Background: an optimization exercise with open tools, aiming at small area, a short achievable clock period and few clock cycles per item. Do not read the settings as production practice.
RTL that was checked went through simulation tests only; none was proved equivalent to the original.

oak:
// aes128_enc
module aes128_enc (
    input  wire         clk,
    input  wire         rst,       
    input  wire         start,
    input  wire [127:0] key,
    input  wire [127:0] block,
    output reg          done,
    output wire [127:0] result
);
    reg [127:0] state;
    reg [127:0] kregn;
    reg [3:0]   cnt;      
    reg         idle;
    reg [7:0] rc;
    always @* begin
        if (idle)
            rc = 8'h01;
        else
            case (cnt)
                4'd1: rc = 8'h02;
                4'd2: rc = 8'h04;
                4'd3: rc = 8'h08;
                4'd4: rc = 8'h10;
                4'd5: rc = 8'h20;
                4'd6: rc = 8'h40;
                4'd7: rc = 8'h80;
                4'd8: rc = 8'h1b;
                default: rc = 8'h36;
            endcase
    end
    wire [127:0] sr;
    genvar i, c, r;
    generate
        for (c = 0; c < 4; c = c + 1) begin : g_col
            for (r = 0; r < 4; r = r + 1) begin : g_row
                assign sr[127-8*(r+4*c) -: 8] = state[127-8*(r+4*((c+r)%4)) -: 8];
            end
        end
    endgenerate
    wire [127:0] mkn;
    generate
        for (c = 0; c < 4; c = c + 1) begin : g_mc
            aes_mixcol_ark_n u_mc (.c(sr[127-32*c -: 32]), .kn(kregn[127-32*c -: 32]),
                                   .mkn(mkn[127-32*c -: 32]));
        end
    endgenerate
    wire [127:0] bk, kin, sbin, nstate;
    generate
        for (i = 0; i < 128; i = i + 1) begin : g_ark
            g_xor2 u_bk (.a(block[i]), .b(key[i]), .y(bk[i]));
            g_muxh u_d (.s(idle), .a(mkn[i]), .b(bk[i]), .y(sbin[i]));
            g_muxh u_k (.s(idle), .a(kregn[i]), .b(key[i]), .y(kin[i]));
        end
        for (i = 0; i < 16; i = i + 1) begin : g_sub
            aes_sbox u_sb (.a(sbin[127-8*i -: 8]), .y(nstate[127-8*i -: 8]));
        end
    endgenerate
    wire [31:0] w0 = kin[127:96], w1 = kin[95:64], w2 = kin[63:32], w3 = kin[31:0];
    wire [31:0] sub;
    aes_sbox ks0 (.a(w3[23:16]), .y(sub[31:24]));
  ...
==> module aes_mixcol_ark_n, before the edit <==
module aes_mixcol_ark_n (
    input  wire [31:0] c,
    input  wire [31:0] kn,
    output wire [31:0] mkn
);
    wire [7:0] b [0:3];
    wire [7:0] k [0:3];
    assign b[0] = c[31:24];
    assign b[1] = c[23:16];
    assign b[2] = c[15:8];
    assign b[3] = c[7:0];
    assign k[0] = kn[31:24];
    assign k[1] = kn[23:16];
    assign k[2] = kn[15:8];
    assign k[3] = kn[7:0];
    wire [7:0] p [0:3];
    wire [7:0] x [0:3];
    wire [7:0] e [0:3];
    wire [7:0] f [0:3];
    genvar i, j;
    generate
        for (i = 0; i < 4; i = i + 1) begin : g_b
            for (j = 0; j < 8; j = j + 1) begin : g_p
                g_xor2 u_p (.a(b[i][j]), .b(b[(i + 1) % 4][j]), .y(p[i][j]));
            end
            assign x[i][0] = p[i][7];
            g_xor2 u_x1 (.a(p[i][0]), .b(p[i][7]), .y(x[i][1]));
            assign x[i][2] = p[i][1];
            g_xor2 u_x3 (.a(p[i][2]), .b(p[i][7]), .y(x[i][3]));
            g_xor2 u_x4 (.a(p[i][3]), .b(p[i][7]), .y(x[i][4]));
            assign x[i][7:5] = p[i][6:4];
            for (j = 0; j < 8; j = j + 1) begin : g_q
                g_xnor2 u_e (.a(b[(i + 1) % 4][j]), .b(k[i][j]), .y(e[i][j]));
                g_xor2  u_f (.a(e[i][j]), .b(p[(i + 2) % 4][j]), .y(f[i][j]));
                g_xnor2 u_m (.a(x[i][j]), .b(f[i][j]), .y(mkn[31 - 8 * i - 7 + j]));
            end
        end
    endgenerate
endmodule
==> module aes128_enc, before the edit <==
module aes128_enc (
    input  wire         clk,
    input  wire         rst,       
    input  wire         start,
    input  wire [127:0] key,
    input  wire [127:0] block,
    output reg          done,
    output wire [127:0] result
);
    reg [127:0] state;
    reg [127:0] kregn;
    reg [3:0]   cnt;      
    reg         idle;
    reg [7:0] rc;
    always @* begin
        if (idle)
            rc = 8'h01;
        else
            case (cnt)
                4'd1: rc = 8'h02;
                4'd2: rc = 8'h04;
                4'd3: rc = 8'h08;
                4'd4: rc = 8'h10;
                4'd5: rc = 8'h20;
                4'd6: rc = 8'h40;
                4'd7: rc = 8'h80;
                4'd8: rc = 8'h1b;
                default: rc = 8'h36;
            endcase
    end
    wire [127:0] sr;
    genvar i, c, r;
    generate
        for (c = 0; c < 4; c = c + 1) begin : g_col
            for (r = 0; r < 4; r = r + 1) begin : g_row
                assign sr[127-8*(r+4*c) -: 8] = state[127-8*(r+4*((c+r)%4)) -: 8];
            end
        end
    endgenerate
    wire [127:0] mkn;
    generate
        for (c = 0; c < 4; c = c + 1) begin : g_mc
            aes_mixcol_ark_n u_mc (.c(sr[127-32*c -: 32]), .kn(kregn[127-32*c -: 32]),
                                   .mkn(mkn[127-32*c -: 32]));
        end
    endgenerate
    wire [127:0] bk, kin, sbin, nstate;
    generate
        for (i = 0; i < 128; i = i + 1) begin : g_ark
            g_xor2 u_bk (.a(block[i]), .b(key[i]), .y(bk[i]));
            g_muxh u_d (.s(idle), .a(mkn[i]), .b(bk[i]), .y(sbin[i]));
            g_muxh u_k (.s(idle), .a(kregn[i]), .b(key[i]), .y(kin[i]));
        end
        for (i = 0; i < 16; i = i + 1) begin : g_sub
            aes_sbox u_sb (.a(sbin[127-8*i -: 8]), .y(nstate[127-8*i -: 8]));
        end
    endgenerate
    wire [31:0] w0 = kin[127:96], w1 = kin[95:64], w2 = kin[63:32], w3 = kin[31:0];
    wire [31:0] sub;
    aes_sbox ks0 (.a(w3[23:16]), .y(sub[31:24]));
    aes_sbox ks1 (.a(w3[15:8]),  .y(sub[23:16]));
    aes_sbox ks2 (.a(w3[7:0]),   .y(sub[15:8]));
    aes_sbox ks3 (.a(w3[31:24]), .y(sub[7:0]));
    wire [31:0] w0r;
    wire [31:0] a01, a012, a0123, n0n, n1n, n2n, n3n;
    assign w0r[23:0] = w0[23:0];
    generate
        for (i = 0; i < 8; i = i + 1) begin : g_rc
            g_xor2 u_rc (.a(w0[24+i]), .b(rc[i]), .y(w0r[24+i]));
        end
        for (i = 0; i < 32; i = i + 1) begin : g_ks
            g_xor2  u_a01 (.a(w0r[i]), .b(w1[i]), .y(a01[i]));
            g_xor2  u_a012 (.a(a01[i]), .b(w2[i]), .y(a012[i]));
            g_xor2  u_a0123 (.a(a012[i]), .b(w3[i]), .y(a0123[i]));
            g_xnor2 u_n0 (.a(w0r[i]), .b(sub[i]), .y(n0n[i]));
            g_xnor2 u_n1 (.a(a01[i]), .b(sub[i]), .y(n1n[i]));
            g_xnor2 u_n2 (.a(a012[i]), .b(sub[i]), .y(n2n[i]));
            g_xnor2 u_n3 (.a(a0123[i]), .b(sub[i]), .y(n3n[i]));
        end
    endgenerate
    generate
        for (i = 0; i < 128; i = i + 1) begin : g_out
            g_xnor2 u_o (.a(sr[i]), .b(kregn[i]), .y(result[i]));
        end
    endgenerate
    always @(posedge clk) begin
        state <= nstate;
        kregn <= {n0n, n1n, n2n, n3n};
    end
    always @(posedge clk) begin
        if (rst) begin
            cnt  <= 4'd0;
            idle <= 1'b1;
            done <= 1'b0;
        end else begin
            done <= !idle && cnt == 4'd9;
            if (start && idle) begin
                cnt  <= 4'd1;
                idle <= 1'b0;
            end else if (!idle) begin
                cnt <= cnt + 4'd1;
                if (cnt == 4'd9)
                    idle <= 1'b1;
            end
        end
    end
endmodule
Settings: LEC_CHECK=0, CAP_MARGIN=20, CORE_MARGIN=2, CORE_UTILIZATION=65, CTS_BUF_LIST=sky130_fd_sc_hd__clkbuf_8, CTS_CLUSTER_DIAMETER=60, CTS_CLUSTER_SIZE=16, SETUP_SLACK_MARGIN=3.0, SLEW_MARGIN=20, SYNTH_HIERARCHICAL=1; clock period 10.0 ns.
standard.sh (not shown) runs the stock make flow with config.mk's settings and CLKGATE_MAP_FILE= SYNTH_SCRIPT=/design/flow/synth_recipe.tcl, a recipe that flattens the netlist after the stock synthesis.
==> flow/flow/run.sh <==
#!/bin/bash
# The standard layout, with the smallest buffer on the ports.
set -euo pipefail
bash standard.sh BUFFER_PORTS_ARGS="-buffer_cell sky130_fd_sc_hd__buf_1" finish > standard.log 2>&1
Here is what was changed in the inputs of pine compared with oak.
-- flow/design.v --
<<< oak, line 151
    assign y = {S0, S1, S2, S3, S4, S5, S6, S7};
endmodule
module aes_mixcol_ark_n (
    input  wire [31:0] c,
    input  wire [31:0] kn,
    output wire [31:0] mkn
);
    wire [7:0] b [0:3];
    wire [7:0] k [0:3];
    assign b[0] = c[31:24];
    assign b[1] = c[23:16];
    assign b[2] = c[15:8];
    assign b[3] = c[7:0];
    assign k[0] = kn[31:24];
    assign k[1] = kn[23:16];
    assign k[2] = kn[15:8];
    assign k[3] = kn[7:0];
    wire [7:0] p [0:3];
    wire [7:0] x [0:3];
    wire [7:0] e [0:3];
    wire [7:0] f [0:3];
    genvar i, j;
    generate
>>> pine, line 151
    assign y = {S0, S1, S2, S3, S4, S5, S6, S7};
endmodule
module aes_mixcol_n (
    input  wire [31:0] c,
    output wire [31:0] mn
);
    wire [7:0] b [0:3];
    assign b[0] = c[31:24];
    assign b[1] = c[23:16];
    assign b[2] = c[15:8];
    assign b[3] = c[7:0];
    wire [7:0] p [0:3];
    wire [7:0] x [0:3];
    wire [7:0] q [0:3];
    genvar i, j;
    generate
<<< oak, line 183
            assign x[i][7:5] = p[i][6:4];
            for (j = 0; j < 8; j = j + 1) begin : g_q
                g_xnor2 u_e (.a(b[(i + 1) % 4][j]), .b(k[i][j]), .y(e[i][j]));
                g_xor2  u_f (.a(e[i][j]), .b(p[(i + 2) % 4][j]), .y(f[i][j]));
                g_xnor2 u_m (.a(x[i][j]), .b(f[i][j]), .y(mkn[31 - 8 * i - 7 + j]));
            end
        end
>>> pine, line 176
            assign x[i][7:5] = p[i][6:4];
            for (j = 0; j < 8; j = j + 1) begin : g_q
                g_xor2 u_q (.a(b[(i + 1) % 4][j]), .b(p[(i + 2) % 4][j]), .y(q[i][j]));
                g_xnor2 u_m (.a(x[i][j]), .b(q[i][j]), .y(mn[31 - 8 * i - 7 + j]));
            end
        end
<<< oak, line 229
        end
    endgenerate
    wire [127:0] mkn;
    generate
        for (c = 0; c < 4; c = c + 1) begin : g_mc
            aes_mixcol_ark_n u_mc (.c(sr[127-32*c -: 32]), .kn(kregn[127-32*c -: 32]),
                                   .mkn(mkn[127-32*c -: 32]));
        end
    endgenerate
    wire [127:0] bk, kin, sbin, nstate;
    generate
        for (i = 0; i < 128; i = i + 1) begin : g_ark
            g_xor2 u_bk (.a(block[i]), .b(key[i]), .y(bk[i]));
            g_muxh u_d (.s(idle), .a(mkn[i]), .b(bk[i]), .y(sbin[i]));
            g_muxh u_k (.s(idle), .a(kregn[i]), .b(key[i]), .y(kin[i]));
        end
        for (i = 0; i < 16; i = i + 1) begin : g_sub
>>> pine, line 221
        end
    endgenerate
    wire [127:0] mcn;
    generate
        for (c = 0; c < 4; c = c + 1) begin : g_mc
            aes_mixcol_n u_mc (.c(sr[127-32*c -: 32]), .mn(mcn[127-32*c -: 32]));
        end
    endgenerate
    wire [127:0] din, kin, sbin, nstate;
    generate
        for (i = 0; i < 128; i = i + 1) begin : g_ark
            g_muxh u_d (.s(idle), .a(mcn[i]), .b(block[i]), .y(din[i]));
            g_muxh u_k (.s(idle), .a(kregn[i]), .b(key[i]), .y(kin[i]));
            g_xor2 u_x (.a(din[i]), .b(kin[i]), .y(sbin[i]));
        end
        for (i = 0; i < 16; i = i + 1) begin : g_sub
Comparing oak and pine, placer congestion estimate is higher on oak.
oak -> pine: mean routed wirelength per cell decreased by a few percent
Layout buffering overhead excluding clock cells across oak and pine: no real change.
Diff oak -> pine: number of logic stages on the critical path including buffering has increased; synthesized area has decreased; synthesized cell count now smaller.
Between pine and oak, it is pine whose worst hold slack is lower, by 0.0086 ns.
Between oak and pine, final wirelength is lower for pine, oak comes in above that.
Testbench counts of pine, summed over its fixed seeds: cycles 5,128, blocks 512.
Function not checked in oak: the RTL went through the layout flow alone.

[afterwards: timing with drivers on the ports]
How much do the figures lean on ideal ports? The routed layouts below were timed once more, with nothing changed but the port constraints. Step 1, drivers: a clkbuf_16 drives clk and a buf_2 each remaining input, both assumed. Step 2, shift: input delay + t, output delay - t, t = (earliest + latest rising clock arrival at the registers) / 2. This alone moves slack from input paths to output paths. a / b / c = ideal ports / drivers / drivers and shift; a / b = the first two.
run | shift t [ns] | setup WS [ns] | pins driven straight from the clock port
oak | 0.707 | 3.200 / 3.243 / 2.536 | 1
pine | 0.675 | 3.171 / 3.206 / 2.531 | 1
After both steps setup and hold are still met in every run listed. The setup slack of oak, which loses most, moves by +0.043 ns with the drivers and by -0.664 ns with both steps.
